From an optimization exercise on the open Yosys and OpenROAD flow, aimed at small area, a short achievable clock period and few clock cycles per item; shortcuts taken in it are not production practice. Function was checked by simulation only, so behaviour that the tests miss may differ from the original.

==> flow/design.v (excerpt) <==
module casub_flit_enc (
    input  wire        clk,
    input  wire        rst,         
    input  wire        in_valid,
    output wire        in_ready,
    input  wire [63:0] in_data,
    output wire        out_valid,
    input  wire        out_ready,
    output wire [63:0] out_data,
    output wire        out_last
);
Size: ~3000 cells after synthesis, ~140 I/O pins, roughly 29000 µm² of cells after synthesis.
Settings: LEC_CHECK=0, CAP_MARGIN=20, CORE_MARGIN=2, CORE_UTILIZATION=40, PLACE_DENSITY=0.6, SLEW_MARGIN=20; clock period 10.0 ns.
standard.sh (not shown) runs the stock make flow with config.mk's settings and CLKGATE_MAP_FILE= SYNTH_SCRIPT=/design/flow/synth_recipe.tcl, a recipe that flattens the netlist after the stock synthesis.
==> flow/flow/run.sh <==
#!/bin/bash
# The standard layout, except:
#  - synthesis is ORFS's synthesis unchanged but with the 3-input XOR/XNOR
#    cells added to DONT_USE_CELLS (ABC maps the XOR networks to 2-input
#    cells); registers are mapped by the same dfflibmap pass, so their names
#    and cell types match the standard synthesis;
set -euo pipefail
DU="sky130_fd_sc_hd__probe_p_8 sky130_fd_sc_hd__probec_p_8 sky130_fd_sc_hd__lpflow_bleeder_1 sky130_fd_sc_hd__lpflow_clkbufkapwr_1 sky130_fd_sc_hd__lpflow_clkbufkapwr_16 sky130_fd_sc_hd__lpflow_clkbufkapwr_2 sky130_fd_sc_hd__lpflow_clkbufkapwr_4 sky130_fd_sc_hd__lpflow_clkbufkapwr_8 sky130_fd_sc_hd__lpflow_clkinvkapwr_1 sky130_fd_sc_hd__lpflow_clkinvkapwr_16 sky130_fd_sc_hd__lpflow_clkinvkapwr_2 sky130_fd_sc_hd__lpflow_clkinvkapwr_4 sky130_fd_sc_hd__lpflow_clkinvkapwr_8 sky130_fd_sc_hd__lpflow_decapkapwr_12 sky130_fd_sc_hd__lpflow_decapkapwr_3 sky130_fd_sc_hd__lpflow_decapkapwr_4 sky130_fd_sc_hd__lpflow_decapkapwr_6 sky130_fd_sc_hd__lpflow_decapkapwr_8 sky130_fd_sc_hd__lpflow_inputiso0n_1 sky130_fd_sc_hd__lpflow_inputiso0p_1 sky130_fd_sc_hd__lpflow_inputiso1n_1 sky130_fd_sc_hd__lpflow_inputiso1p_1 sky130_fd_sc_hd__lpflow_inputisolatch_1 sky130_fd_sc_hd__lpflow_isobufsrc_1 sky130_fd_sc_hd__lpflow_isobufsrc_16 sky130_fd_sc_hd__lpflow_isobufsrc_2 sky130_fd_sc_hd__lpflow_isobufsrc_4 sky130_fd_sc_hd__lpflow_isobufsrc_8 sky130_fd_sc_hd__lpflow_isobufsrckapwr_16 sky130_fd_sc_hd__lpflow_lsbuf_lh_hl_isowell_tap_1 sky130_fd_sc_hd__lpflow_lsbuf_lh_hl_isowell_tap_2 sky130_fd_sc_hd__lpflow_lsbuf_lh_hl_isowell_tap_4 sky130_fd_sc_hd__lpflow_lsbuf_lh_isowell_4 sky130_fd_sc_hd__lpflow_lsbuf_lh_isowell_tap_1 sky130_fd_sc_hd__lpflow_lsbuf_lh_isowell_tap_2 sky130_fd_sc_hd__lpflow_lsbuf_lh_isowell_tap_4 "
DU="$DU sky130_fd_sc_hd__xor3_1 sky130_fd_sc_hd__xor3_2 sky130_fd_sc_hd__xor3_4 sky130_fd_sc_hd__xnor3_1 sky130_fd_sc_hd__xnor3_2 sky130_fd_sc_hd__xnor3_4"
bash standard.sh "DONT_USE_CELLS=$DU" synth > flow_synth.log 2>&1
bash standard.sh SETUP_SLACK_MARGIN=6.7 'BUFFER_PORTS_ARGS=-buffer_cell sky130_fd_sc_hd__buf_1' finish > flow_standard.log 2>&1
Testbench counts at the start, summed over its fixed seeds: cycles 12,296, flits 384.
==> next run, changes <==
--- a/flow/flow/run.sh
+++ b/flow/flow/run.sh
@@ -10,2 +10,2 @@
 bash standard.sh "DONT_USE_CELLS=$DU" synth > flow_synth.log 2>&1
-bash standard.sh SETUP_SLACK_MARGIN=6.7 'BUFFER_PORTS_ARGS=-buffer_cell sky130_fd_sc_hd__buf_1' finish > flow_standard.log 2>&1
+bash standard.sh SETUP_SLACK_MARGIN=6.4 'BUFFER_PORTS_ARGS=-buffer_cell sky130_fd_sc_hd__buf_1' finish > flow_standard.log 2>&1
The new run went through all stages and came out clean.
Via count came out lower by 4.7%.
Maximum frequency decreases by 7.1%.
Clock-buffer cell count is unchanged.
Hold slack gains 4.1 ps.
Worst setup slack loses 260 ps.
==> next run, changes <==
==> flow/run.sh (new file) <==
#!/bin/bash
# synth_recipe.tcl (not shown) runs the flow's synth.tcl, then flattens the netlist and writes it again
# the make line also repeats each setting of config.mk as NAME=value (left out here)
make -C /OpenROAD-flow-scripts/flow DESIGN_CONFIG=/design/flow/config.mk WORK_HOME=/design/flow/orfs CLKGATE_MAP_FILE= SYNTH_SCRIPT=/design/flow/synth_recipe.tcl finish
- CTS_CLUSTER_DIAMETER: unset -> 100
- CTS_CLUSTER_SIZE: unset -> 22
- SETUP_SLACK_MARGIN: unset -> 5
removed: flow/flow/run.sh
removed: flow/standard.sh
The changed run completed without violations.
Wire length rises by 7.7%.
Sequential cell count does not change.
Clock-buffer cell count falls by 29.
==> next run, changes <==
==> flow/flow/run.sh (new file) <==
#!/bin/bash
# The standard layout, except:
#  - synthesis is ORFS's synthesis script unchanged, but ABC maps with
#    flow/abc_map.script (area-oriented mapping with no up-sizing; the timing
#    repair later sizes the critical paths) and the 3-input XOR/XNOR cells are
#    added to DONT_USE_CELLS for this step. Registers are mapped by the same
#    dfflibmap pass, so their names and cell types match the standard synthesis.
set -euo pipefail
DU="sky130_fd_sc_hd__probe_p_8 sky130_fd_sc_hd__probec_p_8 sky130_fd_sc_hd__lpflow_bleeder_1 sky130_fd_sc_hd__lpflow_clkbufkapwr_1 sky130_fd_sc_hd__lpflow_clkbufkapwr_16 sky130_fd_sc_hd__lpflow_clkbufkapwr_2 sky130_fd_sc_hd__lpflow_clkbufkapwr_4 sky130_fd_sc_hd__lpflow_clkbufkapwr_8 sky130_fd_sc_hd__lpflow_clkinvkapwr_1 sky130_fd_sc_hd__lpflow_clkinvkapwr_16 sky130_fd_sc_hd__lpflow_clkinvkapwr_2 sky130_fd_sc_hd__lpflow_clkinvkapwr_4 sky130_fd_sc_hd__lpflow_clkinvkapwr_8 sky130_fd_sc_hd__lpflow_decapkapwr_12 sky130_fd_sc_hd__lpflow_decapkapwr_3 sky130_fd_sc_hd__lpflow_decapkapwr_4 sky130_fd_sc_hd__lpflow_decapkapwr_6 sky130_fd_sc_hd__lpflow_decapkapwr_8 sky130_fd_sc_hd__lpflow_inputiso0n_1 sky130_fd_sc_hd__lpflow_inputiso0p_1 sky130_fd_sc_hd__lpflow_inputiso1n_1 sky130_fd_sc_hd__lpflow_inputiso1p_1 sky130_fd_sc_hd__lpflow_inputisolatch_1 sky130_fd_sc_hd__lpflow_isobufsrc_1 sky130_fd_sc_hd__lpflow_isobufsrc_16 sky130_fd_sc_hd__lpflow_isobufsrc_2 sky130_fd_sc_hd__lpflow_isobufsrc_4 sky130_fd_sc_hd__lpflow_isobufsrc_8 sky130_fd_sc_hd__lpflow_isobufsrckapwr_16 sky130_fd_sc_hd__lpflow_lsbuf_lh_hl_isowell_tap_1 sky130_fd_sc_hd__lpflow_lsbuf_lh_hl_isowell_tap_2 sky130_fd_sc_hd__lpflow_lsbuf_lh_hl_isowell_tap_4 sky130_fd_sc_hd__lpflow_lsbuf_lh_isowell_4 sky130_fd_sc_hd__lpflow_lsbuf_lh_isowell_tap_1 sky130_fd_sc_hd__lpflow_lsbuf_lh_isowell_tap_2 sky130_fd_sc_hd__lpflow_lsbuf_lh_isowell_tap_4  sky130_fd_sc_hd__xor3_1 sky130_fd_sc_hd__xor3_2 sky130_fd_sc_hd__xor3_4 sky130_fd_sc_hd__xnor3_1 sky130_fd_sc_hd__xnor3_2 sky130_fd_sc_hd__xnor3_4"
cp -r "$FLOW_HOME/scripts" myscripts
cp flow/abc_map.script myscripts/abc_speed.script
bash standard.sh SCRIPTS_DIR="$PWD/myscripts" "DONT_USE_CELLS=$DU" synth > flow_synth.log 2>&1
bash standard.sh SETUP_SLACK_MARGIN=6.6 'BUFFER_PORTS_ARGS=-buffer_cell sky130_fd_sc_hd__buf_1' CTS_CLUSTER_SIZE=22 CTS_CLUSTER_DIAMETER=100 finish > flow_standard.log 2>&1
==> flow/flow/abc_map.script (new file) <==
&get -n
&st
&dch
&nf
&put
==> flow/standard.sh (new file) <==
#!/bin/bash
# synth_recipe.tcl (not shown) runs the flow's synth.tcl, then flattens the netlist and writes it again
# the make line also repeats each setting of config.mk as NAME=value (left out here)
make -C /OpenROAD-flow-scripts/flow DESIGN_CONFIG=/design/flow/config.mk WORK_HOME=/design/flow/orfs CLKGATE_MAP_FILE= SYNTH_SCRIPT=/design/flow/synth_recipe.tcl "${@:-finish}"
- CTS_CLUSTER_DIAMETER: 100 -> unset
- CTS_CLUSTER_SIZE: 22 -> unset
- SETUP_SLACK_MARGIN: 5 -> unset
removed: flow/run.sh
=> Synthesized area shrinks by 15%; routed wire length decreases by 19%.


Another version of the RTL of casub_flit_enc (not shown whole).
For scale: about 4300 cells after synthesis, ~330 flip-flops, roughly 140 I/O pins, ~30000 sq um of cells after synthesis.
export LEC_CHECK = 0
export CAP_MARGIN = 20
export CORE_MARGIN = 2
export CORE_UTILIZATION = 40
export PLACE_DENSITY = 0.6
export SLEW_MARGIN = 20
create_clock -name core_clock -period 10.0 [get_ports {clk}]
==> flow/flow/run.sh <==
#!/bin/bash
# The standard layout, except:
#  - synthesis is ORFS's synthesis script unchanged but with the ABC mapping
#    script replaced by flow/abc_map.script (area-oriented mapping, then
#    buffering and sizing); registers are mapped by the same dfflibmap pass,
#    so their names and cell types match the standard synthesis;
set -euo pipefail
cp -r "$FLOW_HOME/scripts" myscripts
cp flow/abc_map.script myscripts/abc_speed.script
cp flow/abc_map.script myscripts/abc_area.script
bash standard.sh SCRIPTS_DIR="$PWD/myscripts" synth > flow_synth.log 2>&1
bash standard.sh SETUP_SLACK_MARGIN=6.4 'BUFFER_PORTS_ARGS=-buffer_cell sky130_fd_sc_hd__buf_1' finish > flow_standard.log 2>&1
==> flow/flow/abc_map.script <==
strash
dch -f
amap
buffer -c
topo
upsize -c
dnsize -c
Testbench counts at the start, summed over its fixed seeds: cycles 12,296, flits 384.
Rerun with:
==> flow/flow/run.sh (replaced) <==
#!/bin/bash
set -euo pipefail
bash standard.sh SETUP_SLACK_MARGIN=6.4 'BUFFER_PORTS_ARGS=-buffer_cell sky130_fd_sc_hd__buf_1' 'CTS_BUF_LIST=sky130_fd_sc_hd__clkbuf_8' finish > flow_standard.log 2>&1
removed: flow/flow/abc_map.script
The new run ran to the end with no violations.
Non-clock buffer count is lower by 640.
Via count is lower by well over a third.
Critical path depth is lower by 9.
Clock-buffer cell count is higher by 20.
Die area is higher by a few percent.
Design area is lower by about a fifth.
Global-route usage is lower by 19 points.


Setup of run A:
casub_flit_enc with an RTL version that a note above also has.
Size in the first run: roughly 330 flip-flops, ~140 I/O pins, about 27000 µm² of cells after synthesis.
Settings: LEC_CHECK=0, CAP_MARGIN=20, CORE_MARGIN=2, CORE_UTILIZATION=40, PLACE_DENSITY=0.6, SLEW_MARGIN=20; clock period 10.0 ns.
==> flow/flow/run.sh <==
#!/bin/bash
# The standard layout, except:
#  - synthesis is ORFS's synthesis script unchanged, but ABC maps with
#    flow/abc_map.script (area-oriented mapping with no up-sizing; the timing
#    repair later sizes the critical paths) and the 3-input XOR/XNOR cells are
#    added to DONT_USE_CELLS for this step. Registers are mapped by the same
#    dfflibmap pass, so their names and cell types match the standard synthesis.
set -euo pipefail
DU="sky130_fd_sc_hd__probe_p_8 sky130_fd_sc_hd__probec_p_8 sky130_fd_sc_hd__lpflow_bleeder_1 sky130_fd_sc_hd__lpflow_clkbufkapwr_1 sky130_fd_sc_hd__lpflow_clkbufkapwr_16 sky130_fd_sc_hd__lpflow_clkbufkapwr_2 sky130_fd_sc_hd__lpflow_clkbufkapwr_4 sky130_fd_sc_hd__lpflow_clkbufkapwr_8 sky130_fd_sc_hd__lpflow_clkinvkapwr_1 sky130_fd_sc_hd__lpflow_clkinvkapwr_16 sky130_fd_sc_hd__lpflow_clkinvkapwr_2 sky130_fd_sc_hd__lpflow_clkinvkapwr_4 sky130_fd_sc_hd__lpflow_clkinvkapwr_8 sky130_fd_sc_hd__lpflow_decapkapwr_12 sky130_fd_sc_hd__lpflow_decapkapwr_3 sky130_fd_sc_hd__lpflow_decapkapwr_4 sky130_fd_sc_hd__lpflow_decapkapwr_6 sky130_fd_sc_hd__lpflow_decapkapwr_8 sky130_fd_sc_hd__lpflow_inputiso0n_1 sky130_fd_sc_hd__lpflow_inputiso0p_1 sky130_fd_sc_hd__lpflow_inputiso1n_1 sky130_fd_sc_hd__lpflow_inputiso1p_1 sky130_fd_sc_hd__lpflow_inputisolatch_1 sky130_fd_sc_hd__lpflow_isobufsrc_1 sky130_fd_sc_hd__lpflow_isobufsrc_16 sky130_fd_sc_hd__lpflow_isobufsrc_2 sky130_fd_sc_hd__lpflow_isobufsrc_4 sky130_fd_sc_hd__lpflow_isobufsrc_8 sky130_fd_sc_hd__lpflow_isobufsrckapwr_16 sky130_fd_sc_hd__lpflow_lsbuf_lh_hl_isowell_tap_1 sky130_fd_sc_hd__lpflow_lsbuf_lh_hl_isowell_tap_2 sky130_fd_sc_hd__lpflow_lsbuf_lh_hl_isowell_tap_4 sky130_fd_sc_hd__lpflow_lsbuf_lh_isowell_4 sky130_fd_sc_hd__lpflow_lsbuf_lh_isowell_tap_1 sky130_fd_sc_hd__lpflow_lsbuf_lh_isowell_tap_2 sky130_fd_sc_hd__lpflow_lsbuf_lh_isowell_tap_4  sky130_fd_sc_hd__xor3_1 sky130_fd_sc_hd__xor3_2 sky130_fd_sc_hd__xor3_4 sky130_fd_sc_hd__xnor3_1 sky130_fd_sc_hd__xnor3_2 sky130_fd_sc_hd__xnor3_4"
cp -r "$FLOW_HOME/scripts" myscripts
cp flow/abc_map.script myscripts/abc_speed.script
bash standard.sh SCRIPTS_DIR="$PWD/myscripts" "DONT_USE_CELLS=$DU" synth > flow_synth.log 2>&1
bash standard.sh SETUP_SLACK_MARGIN=6.6 'BUFFER_PORTS_ARGS=-buffer_cell sky130_fd_sc_hd__buf_1' CTS_CLUSTER_SIZE=22 CTS_CLUSTER_DIAMETER=100 POST_GLOBAL_ROUTE_TCL=$PWD/flow/recover_area.tcl finish > flow_standard.log 2>&1
==> flow/flow/abc_map.script <==
&get -n
&st
&dch
&nf
&put
==> flow/flow/recover_area.tcl <==
puts "area recovery: start"
set_propagated_clock [all_clocks]
estimate_parasitics -global_routing
set ws0 [sta::worst_slack_cmd max]
puts "area recovery: worst slack [format %.4f [expr {$ws0 * 1e9}]] ns"
report_design_area
global_route -start_incremental
set db [ord::get_db]
set kept 0
set tried 0
foreach inst [[ord::get_db_block] getInsts] {
  set m [[$inst getMaster] getName]
  if {![regexp {^(sky130_fd_sc_hd__[a-z0-9]+)_([0-9]+)$} $m -> base sz]} continue
  if {$sz <= 1} continue
  if {[regexp {dfxtp|edfxtp|dfrtp|clkbuf|clkinv|tap|fill|decap|conb|dly} $base]} continue
  set name [$inst getName]
  if {[regexp {^(input|output|clkbuf|clkload)} $name]} continue
  set new ""
  foreach s {0 1 2 4 6 8} {
    if {$s >= $sz} break
    if {[$db findMaster "${base}_$s"] ne "NULL"} { set new "${base}_$s"; break }
  }
  if {$new eq ""} continue
  incr tried
  replace_cell $name $new
  if {[sta::worst_slack_cmd max] < $ws0} {
    replace_cell $name $m
  } else {
    incr kept
  }
}
puts "area recovery: down-sized $kept of $tried gates"
repair_design_helper
detailed_placement
global_route -end_incremental
estimate_parasitics -global_routing
puts "area recovery: worst slack [format %.4f [expr {[sta::worst_slack_cmd max] * 1e9}]] ns"
report_design_area
check_placement -verbose
write_guides $::env(RESULTS_DIR)/route.guide
Run A: EST-0104 in global routing -> run aborted
Testbench counts of run A, summed over its fixed seeds: cycles 12,296, flits 384.
For run B, these inputs were changed with respect to run A:
diff --git a/flow/flow/run.sh b/flow/flow/run.sh
--- a/flow/flow/run.sh
+++ b/flow/flow/run.sh
@@ -12,2 +12,2 @@
 bash standard.sh SCRIPTS_DIR="$PWD/myscripts" "DONT_USE_CELLS=$DU" synth > flow_synth.log 2>&1
-bash standard.sh SETUP_SLACK_MARGIN=6.6 'BUFFER_PORTS_ARGS=-buffer_cell sky130_fd_sc_hd__buf_1' CTS_CLUSTER_SIZE=22 CTS_CLUSTER_DIAMETER=100 POST_GLOBAL_ROUTE_TCL=$PWD/flow/recover_area.tcl finish > flow_standard.log 2>&1
+bash standard.sh SETUP_SLACK_MARGIN=6.6 'BUFFER_PORTS_ARGS=-buffer_cell sky130_fd_sc_hd__buf_1' CTS_CLUSTER_SIZE=22 CTS_CLUSTER_DIAMETER=100 finish > flow_standard.log 2>&1
removed: flow/flow/recover_area.tcl
## What came out
Among run B and run A, the run that stopped before the end is run A, and it is the only one. Reported for run B and run A, buffer count from post-CTS setup fixing turned out identical to the last digit. Cell area after synthesis: run A vs run B identical. Comparing run A against run B, there is no change at all in async set-reset flop share out of synthesis.
> inputs changed (run B -> run C)
==> flow/flow/run.sh <==
#!/bin/bash
set -euo pipefail
bash standard.sh SETUP_SLACK_MARGIN=6.4 'BUFFER_PORTS_ARGS=-buffer_cell sky130_fd_sc_hd__buf_1' finish > flow_standard.log 2>&1
removed: flow/flow/abc_map.script
[summary]
Going from run B to run C, the area growth from synthesis to final layout was found to have gone down by 7.3 points. Global-route usage came out higher on run C than on run B. Run C vs. run B: final wirelength went up, worst setup slack shows a reduction of 0.17 ns, highest fanout seen on the critical path shrank by 1.

## afterwards: timing with drivers on the ports
In the flow no input, the clock included, has a driving cell. The finished layouts below were timed again as built, in two steps.
Step 1 assumes that a clkbuf_16 drives the clock port and a buf_2 every other input.
Step 2 moves the port delays by t, midway between the first and last clock arrival at a register: inputs arrive t later, outputs are due t later. That takes back most of the time a late clock gives input paths.
a / b / c = ideal ports / drivers / drivers and shift; a / b = the first two.
run	shift t [ns]	slack for setup (ns)	pins driven straight from the clock port
the first run of note 1	0.647	6.606 / 6.553 / 6.079	1
the second run of note 1	0.640	6.348 / 6.348 / 5.958	1
the third run of note 1	0.615	5.342 / 5.378 / 4.764	1
the fourth run of note 1	0.610	6.499 / 6.499 / 6.160	1
the first run of note 2	0.679	6.096 / 6.096 / 5.818	1
the second run of note 2	0.734	6.288 / 6.288 / 5.860	1
run B	0.610	6.499 / 6.499 / 6.160	1
run C	0.623	6.327 / 6.327 / 5.979	1
After both steps setup and hold are still met in every run listed. The setup slack of the third run of note 1, which loses most, moves by +0.036 ns with the drivers and by -0.578 ns with both steps.
